This design comes from an exercise in tuning for small area, a short achievable clock period and few clock cycles on the open sky130 flow, not from production work. RTL that was checked went through simulation tests only; none was proved equivalent to the original.

## north
==> flow/design.v <==
module sbox_a (
    input  wire [7:0]  x,
    output wire [11:0] y      
);
    wire [7:0] e;
    assign e[0] = x[0] ^ x[2] ^ x[5] ^ x[7];
    assign e[1] = x[2] ^ x[5] ^ x[6] ^ x[7];
    assign e[2] = x[2];
    assign e[3] = x[3] ^ x[4];
    assign e[4] = x[1] ^ x[5] ^ x[7];
    assign e[5] = x[2] ^ x[3];
    assign e[6] = x[1] ^ x[4] ^ x[6] ^ x[7];
    assign e[7] = x[5] ^ x[7];
    wire [3:0] h = e[7:4], l = e[3:0];
    wire [6:0] q;
    assign q[0] = (h[0] & l[0]);
    assign q[1] = (h[0] & l[1]) ^ (h[1] & l[0]);
    assign q[2] = (h[0] & l[2]) ^ (h[1] & l[1]) ^ (h[2] & l[0]);
    assign q[3] = (h[0] & l[3]) ^ (h[1] & l[2]) ^ (h[2] & l[1]) ^ (h[3] & l[0]);
    assign q[4] = (h[1] & l[3]) ^ (h[2] & l[2]) ^ (h[3] & l[1]);
    assign q[5] = (h[2] & l[3]) ^ (h[3] & l[2]);
    assign q[6] = (h[3] & l[3]);
    wire [3:0] p = {q[3] ^ q[6], q[2] ^ q[5] ^ q[6], q[1] ^ q[4] ^ q[5], q[0] ^ q[4]};
    wire [3:0] d;
    assign d[0] = p[0] ^ h[2] ^ h[3] ^ l[0] ^ l[2];
    assign d[1] = p[1] ^ h[0] ^ h[1] ^ l[2];
    assign d[2] = p[2] ^ h[1] ^ h[2] ^ l[1] ^ l[3];
    assign d[3] = p[3] ^ h[0] ^ h[1] ^ h[2] ^ l[3];
    assign y = {h, h ^ l, d};
endmodule
module sbox_i (
    input  wire [11:0] x,     
    output wire [11:0] y      
);
    wire [3:0] d = x[3:0];
    wire [3:0] di;
    assign di[0] = (d[0]) ^ (d[1]) ^ (d[2]) ^ (d[0] & d[2]) ^ (d[1] & d[2]) ^ (d[0] & d[1] & d[2]) ^ (d[3]) ^ (d[1] & d[2] & d[3]);
    assign di[1] = (d[0] & d[1]) ^ (d[0] & d[2]) ^ (d[1] & d[2]) ^ (d[3]) ^ (d[1] & d[3]) ^ (d[0] & d[1] & d[3]);
    assign di[2] = (d[0] & d[1]) ^ (d[2]) ^ (d[0] & d[2]) ^ (d[3]) ^ (d[0] & d[3]) ^ (d[0] & d[2] & d[3]);
    assign di[3] = (d[1]) ^ (d[2]) ^ (d[3]) ^ (d[0] & d[3]) ^ (d[1] & d[3]) ^ (d[2] & d[3]) ^ (d[1] & d[2] & d[3]);
    assign y = {x[11:4], di};
endmodule
module sbox_m (
    input  wire [11:0] x,     
    output wire [7:0]  y      
);
    wire [3:0] h = x[11:8], hl = x[7:4], di = x[3:0];
    function automatic [3:0] gmul(input [3:0] a, input [3:0] b);
        reg [6:0] q;
        integer i;
        begin
            q = 7'd0;
            for (i = 0; i < 4; i = i + 1)
                if (b[i]) q = q ^ ({3'd0, a} << i);
            gmul = {q[3] ^ q[6], q[2] ^ q[5] ^ q[6], q[1] ^ q[4] ^ q[5], q[0] ^ q[4]};
        end
    endfunction
    assign y = {gmul(h, di), gmul(hl, di)};
endmodule
module sbox_c (
    input  wire [7:0] x,      
    output wire [7:0] y       
);
    assign y[0] = ~(x[0] ^ x[1] ^ x[2] ^ x[3] ^ x[5] ^ x[7]);
    assign y[1] = ~(x[0] ^ x[1] ^ x[4]);
    assign y[2] = (x[0] ^ x[2] ^ x[3] ^ x[5] ^ x[6] ^ x[7]);
    assign y[3] = (x[0] ^ x[1] ^ x[2] ^ x[3] ^ x[6]);
    assign y[4] = (x[0] ^ x[3] ^ x[4]);
    assign y[5] = ~(x[1] ^ x[2] ^ x[5] ^ x[6]);
    assign y[6] = ~(x[4] ^ x[5] ^ x[6]);
    assign y[7] = (x[1] ^ x[2] ^ x[3]);
endmodule
module aes_core (
    input  wire         clk,
    input  wire         rst,
    input  wire         in_valid,
    output reg          in_ready,
    input  wire         in_aes256,
    input  wire [255:0] in_key,
    input  wire [127:0] in_block,
    output reg          out_valid,
    output reg  [127:0] out_block
);
    reg  [5:0]   t;                 
    reg  [1:0]   ph;                
    reg  [3:0]   w;                 
    reg          m256;              
    reg          v1, v2;            
    reg          lda;               
    reg          lds;               
    reg  [15:0]  eq16;              
    reg          eqv;               
    reg          vld4;              
    reg  [127:0] s0;                
    reg  [191:0] s1;                
    reg  [127:0] s2;                
    reg  [127:0] kp, kq;
    reg  [47:0]  ks1;               
    reg  [31:0]  ks2;               
    wire [5:0] t_fin0 = m256 ? 6'd42 : 6'd30;             
    wire [5:0] t_fin1 = t_fin0 + 6'd2;
    wire [5:0] t_fin2 = t_fin0 + 6'd4;
    wire [5:0] t_end  = v2 ? t_fin2 : v1 ? t_fin1 : t_fin0;
    wire       done   = t == t_end;                      
    wire [127:0] x = s0 ^ kp;
    wire [191:0] s1_d;
    genvar g;
    generate
        for (g = 0; g < 16; g = g + 1) begin : g_sa
            sbox_a u_a (.x(x[127-8*g -: 8]), .y(s1_d[191-12*g -: 12]));
        end
    endgenerate
    wire [47:0] ks1_d;
    generate
        for (g = 0; g < 4; g = g + 1) begin : g_ka
            sbox_a u_a (.x(kp[31-8*g -: 8]), .y(ks1_d[47-12*g -: 12]));
        end
    endgenerate
    wire [127:0] s2_d;
    generate
        for (g = 0; g < 16; g = g + 1) begin : g_sb
            wire [11:0] m;
            sbox_i u_i (.x(s1[191-12*g -: 12]), .y(m));
            sbox_m u_m (.x(m), .y(s2_d[127-8*g -: 8]));
        end
    endgenerate
    wire [31:0] kb;
    generate
        for (g = 0; g < 4; g = g + 1) begin : g_kb
            wire [11:0] m;
            sbox_i u_i (.x(ks1[47-12*g -: 12]), .y(m));
            sbox_m u_m (.x(m), .y(kb[31-8*g -: 8]));
        end
    endgenerate
    wire        rot   = ~m256 | w[0];
    wire [31:0] ks2_d = rot ? {kb[23:0], kb[31:24]} : kb;
    wire [127:0] sb;
    generate
        for (g = 0; g < 16; g = g + 1) begin : g_sc
            sbox_c u_c (.x(s2[127-8*g -: 8]), .y(sb[127-8*g -: 8]));
        end
    endgenerate
    wire [127:0] shifted;
    generate
        for (g = 0; g < 16; g = g + 1) begin : g_shift
            localparam integer R = g % 4;
            localparam integer C = g / 4;
            localparam integer SRC = R + 4 * ((C + R) % 4);
            assign shifted[127-8*g -: 8] = sb[127-8*SRC -: 8];
        end
    endgenerate
    function automatic [7:0] xtime(input [7:0] v);
        xtime = {v[6:0], 1'b0} ^ (v[7] ? 8'h1B : 8'h00);
    endfunction
    wire [127:0] mixed;
    generate
        for (g = 0; g < 4; g = g + 1) begin : g_mix
            wire [7:0] a0 = shifted[127-32*g -: 8];
            wire [7:0] a1 = shifted[119-32*g -: 8];
            wire [7:0] a2 = shifted[111-32*g -: 8];
            wire [7:0] a3 = shifted[103-32*g -: 8];
            assign mixed[127-32*g -: 8] = xtime(a0) ^ (xtime(a1) ^ a1) ^ a2 ^ a3;
            assign mixed[119-32*g -: 8] = a0 ^ xtime(a1) ^ (xtime(a2) ^ a2) ^ a3;
            assign mixed[111-32*g -: 8] = a0 ^ a1 ^ xtime(a2) ^ (xtime(a3) ^ a3);
            assign mixed[103-32*g -: 8] = (xtime(a0) ^ a0) ^ a1 ^ a2 ^ xtime(a3);
        end
    endgenerate
    wire [31:0] ksub;
    generate
        for (g = 0; g < 4; g = g + 1) begin : g_kc
            sbox_c u_c (.x(ks2[31-8*g -: 8]), .y(ksub[31-8*g -: 8]));
        end
    endgenerate
    reg [7:0] rcon;
    always @(*) begin
        case (m256 ? {1'b0, w[3:1]} : w)
            4'd0: rcon = 8'h01;
            4'd1: rcon = 8'h02;
            4'd2: rcon = 8'h04;
            4'd3: rcon = 8'h08;
            4'd4: rcon = 8'h10;
            4'd5: rcon = 8'h20;
            4'd6: rcon = 8'h40;
            4'd7: rcon = 8'h80;
            4'd8: rcon = 8'h1b;
            4'd9: rcon = 8'h36;
            default: rcon = 8'h00;
        endcase
    end
    wire         use_rcon = ~m256 | w[0];
    wire [31:0]  tw   = ksub ^ {(use_rcon ? rcon : 8'h00), 24'd0};
    wire [127:0] base = kq;                 
    wire [31:0]  e0   = base[127:96] ^ tw;
    wire [31:0]  e1   = base[95:64]  ^ e0;
    wire [31:0]  e2   = base[63:32]  ^ e1;
    wire [31:0]  e3   = base[31:0]   ^ e2;
    wire [127:0] e    = {e0, e1, e2, e3};
    wire take   = in_valid & in_ready & ~rst;
    wire take_a = in_valid & lda & ~rst;          
    wire take_b = take & ~lda;                    
    wire [255:0] kdiff = in_key ^ {kp, kq};
    wire [15:0]  eq16_d;
    generate
        for (g = 0; g < 16; g = g + 1) begin : g_eq
            if (g < 8) begin : g_lo
                assign eq16_d[g] = ~|kdiff[16*g+15 -: 16] | ~m256;
            end else begin : g_hi
                assign eq16_d[g] = ~|kdiff[16*g+15 -: 16];
            end
        end
    endgenerate
    wire [5:0] t_n  = take_a ? 6'd1 : (t == 6'd0 | done) ? 6'd0 : t + 6'd1;
    wire       v1_n = ~take_a & (v1 | (take_b & (t == 6'd3)));
    wire       v2_n = ~take_a & (v2 | (take_b & (t == 6'd7)));
    wire       m256_n = take_a ? in_aes256 : m256;
    wire [5:0] fin0_n = m256_n ? 6'd42 : 6'd30;
    wire [5:0] end_n  = v2_n ? fin0_n + 6'd4 : v1_n ? fin0_n + 6'd2 : fin0_n;
    wire       lda_n  = (t_n == 6'd0) | (t_n == end_n);
    wire       ldb_n  = in_valid & eqv & (&eq16) & ((t_n == 6'd3) | (t_n == 6'd7 & v1_n));
    always @(posedge clk) begin
        s1  <= s1_d;
        s2  <= s2_d;
        ks1 <= ks1_d;
        ks2 <= ks2_d;
        s0 <= lds ? in_block : mixed;
        lds <= lda_n | (t_n == 6'd2) | (t_n == 6'd4);
        eq16 <= eq16_d;
        out_block <= shifted ^ (ph == 2'd2 ? e : kq);
        if (lda) begin
            m256 <= in_aes256;
            kp   <= in_key[255:128];
            kq   <= in_key[127:0];
            ph   <= 2'd0;
            w    <= 4'd0;
        end else begin
            kq <= (ph == 2'd1 && !m256) ? kq : kp;
            if (ph == 2'd2)
                kp <= (m256 && w == 4'd0) ? kq : e;
            else
                kp <= kq;
            ph <= (ph == 2'd2) ? 2'd0 : ph + 2'd1;
            w  <= (ph == 2'd2) ? w + 4'd1 : w;
        end
        if (rst) begin
            t         <= 6'd0;
            v1        <= 1'b0;
            v2        <= 1'b0;
            out_valid <= 1'b0;
            in_ready  <= 1'b0;
            lda       <= 1'b0;
            eqv       <= 1'b0;
            vld4      <= 1'b0;
        end else begin
            vld4      <= in_valid & (t == 6'd4);
            eqv       <= in_valid & (in_aes256 == m256) & ((t == 6'd1) | (t == 6'd5 & vld4));
            t         <= t_n;
            v1        <= v1_n;
            v2        <= v2_n;
            out_valid <= (t != 6'd0) & ((t == t_fin0) | (v1 & t == t_fin1) | (v2 & t == t_fin2));
            lda       <= lda_n;
            in_ready  <= lda_n | ldb_n;
        end
    end
endmodule
Settings: LEC_CHECK=0, CAP_MARGIN=30, CORE_MARGIN=2, CORE_UTILIZATION=55, CTS_CLUSTER_DIAMETER=100, CTS_CLUSTER_SIZE=20, SLEW_MARGIN=30, TNS_END_PERCENT=10; clock period 11.5 ns.
standard.sh (not shown) runs the stock make flow with config.mk's settings and CLKGATE_MAP_FILE= SYNTH_SCRIPT=/design/flow/synth_recipe.tcl, a recipe that flattens the netlist after the stock synthesis.
==> flow/flow/run.sh <==
#!/bin/bash
# The standard layout (standard synthesis unchanged), with two changes to how
# it is made: repair_timing aims for 8.2 ns of setup slack beyond the
# constraint, and the port buffers are buf_2 cells.
bash standard.sh finish SETUP_SLACK_MARGIN=8.2 \
  "BUFFER_PORTS_ARGS=-buffer_cell sky130_fd_sc_hd__buf_2" > standard.log 2>&1
north went all the way through the flow, and no timing, DRC or antenna check failed.
## Diff of input files: south against north
--- a/flow/design.v
+++ b/flow/design.v
@@ -207,25 +207,24 @@
             end else begin : g_hi
                 assign eq16_d[g] = ~|kdiff[16*g+15 -: 16];
             end
         end
     endgenerate
-    wire [5:0] t_n  = take_a ? 6'd1 : (t == 6'd0 | done) ? 6'd0 : t + 6'd1;
-    wire       v1_n = ~take_a & (v1 | (take_b & (t == 6'd3)));
-    wire       v2_n = ~take_a & (v2 | (take_b & (t == 6'd7)));
-    wire       m256_n = take_a ? in_aes256 : m256;
-    wire [5:0] fin0_n = m256_n ? 6'd42 : 6'd30;
-    wire [5:0] end_n  = v2_n ? fin0_n + 6'd4 : v1_n ? fin0_n + 6'd2 : fin0_n;
-    wire       lda_n  = (t_n == 6'd0) | (t_n == end_n);
-    wire       ldb_n  = in_valid & eqv & (&eq16) & ((t_n == 6'd3) | (t_n == 6'd7 & v1_n));
+    wire [5:0] t_nt   = (t == 6'd0 | done) ? 6'd0 : t + 6'd1;
+    wire       lda_nt = (t_nt == 6'd0) | (t_nt == t_end);
+    wire [5:0] t_n    = take_a ? 6'd1 : t_nt;
+    wire       v1_n   = ~take_a & (v1 | (take_b & (t == 6'd3)));
+    wire       v2_n   = ~take_a & (v2 | (take_b & (t == 6'd7)));
+    wire       lda_n  = ~take_a & lda_nt;
+    wire       ldb_n  = in_valid & eqv & (&eq16) & ((t == 6'd2) | (t == 6'd6 & v1));
     always @(posedge clk) begin
         s1  <= s1_d;
         s2  <= s2_d;
         ks1 <= ks1_d;
         ks2 <= ks2_d;
         s0 <= lds ? in_block : mixed;
-        lds <= lda_n | (t_n == 6'd2) | (t_n == 6'd4);
+        lds <= lda_nt | (t == 6'd1) | (t == 6'd3);
         eq16 <= eq16_d;
         out_block <= shifted ^ (ph == 2'd2 ? e : kq);
         if (lda) begin
             m256 <= in_aes256;
             kp   <= in_key[255:128];
Results
No run among south and north stopped early or left any final violation; all are clean.
When the final numbers for south and north were put side by side, the post-synthesis compound-gate area fraction turned out to be greater in north.
north was larger in final cell area than south.
south ends up with higher overall fraction of global-route tracks in use than north does.
Against north, clock period minus final worst setup slack in south came out better.
south vs north — depth of the critical timing path with buffers and inverters included dropped 12.
In the tables for south and north, effective utilization at floorplan reads lower with south.
Of south and north, the run reporting the higher layout overhead on the synthesized area was south.
Between south and north, the sum of routed wire segments on met1 is higher for south.
Diff north -> south: required time of the critical path fell by 2.94 ns, sequential share of layout area rose by 0.19 points.
Run comparison: north last element of the critical path in_ready; south last element of the critical path out_block[62]
Per the comparison of south with north, portion of the post-synthesis area used by sequential elements went up.
Testbench counts of south, summed over its fixed seeds: cycles 66,868.
Function not checked in north: the RTL went through the layout flow alone.

## what the ideal ports hide
Ports are ideal in the flow. The routed layouts listed here were re-timed in OpenROAD. Step 1 sets driving cells, clkbuf_16 on the clock port and buf_2 on the other inputs (assumed; they add their load-dependent delay and slew). Step 2 adds t to the input delays and takes it off the output delays; t is the mean of the earliest and latest rising clock arrival at the registers after step 1. Input paths then give back, and output paths get back, about the clock's delay inside the block. Slacks: ideal / step 1 / step 2; pairs: ideal / step 1.
run | shift t [ns] | setup slack, ns | worst setup path after step 2 | worst slew at a driven data input, ns | cell pins on the clock port's net
north | 0.788 | 7.821 / 7.854 / 7.068 | input to register | 0.18 | 1
south | 0.770 | 7.978 / 7.901 / 7.805 | input to register | 0.18 | 1
After both steps every run listed still meets setup and hold. The setup slack of north, which loses most, moves by +0.033 ns with the drivers and by -0.753 ns with both steps.
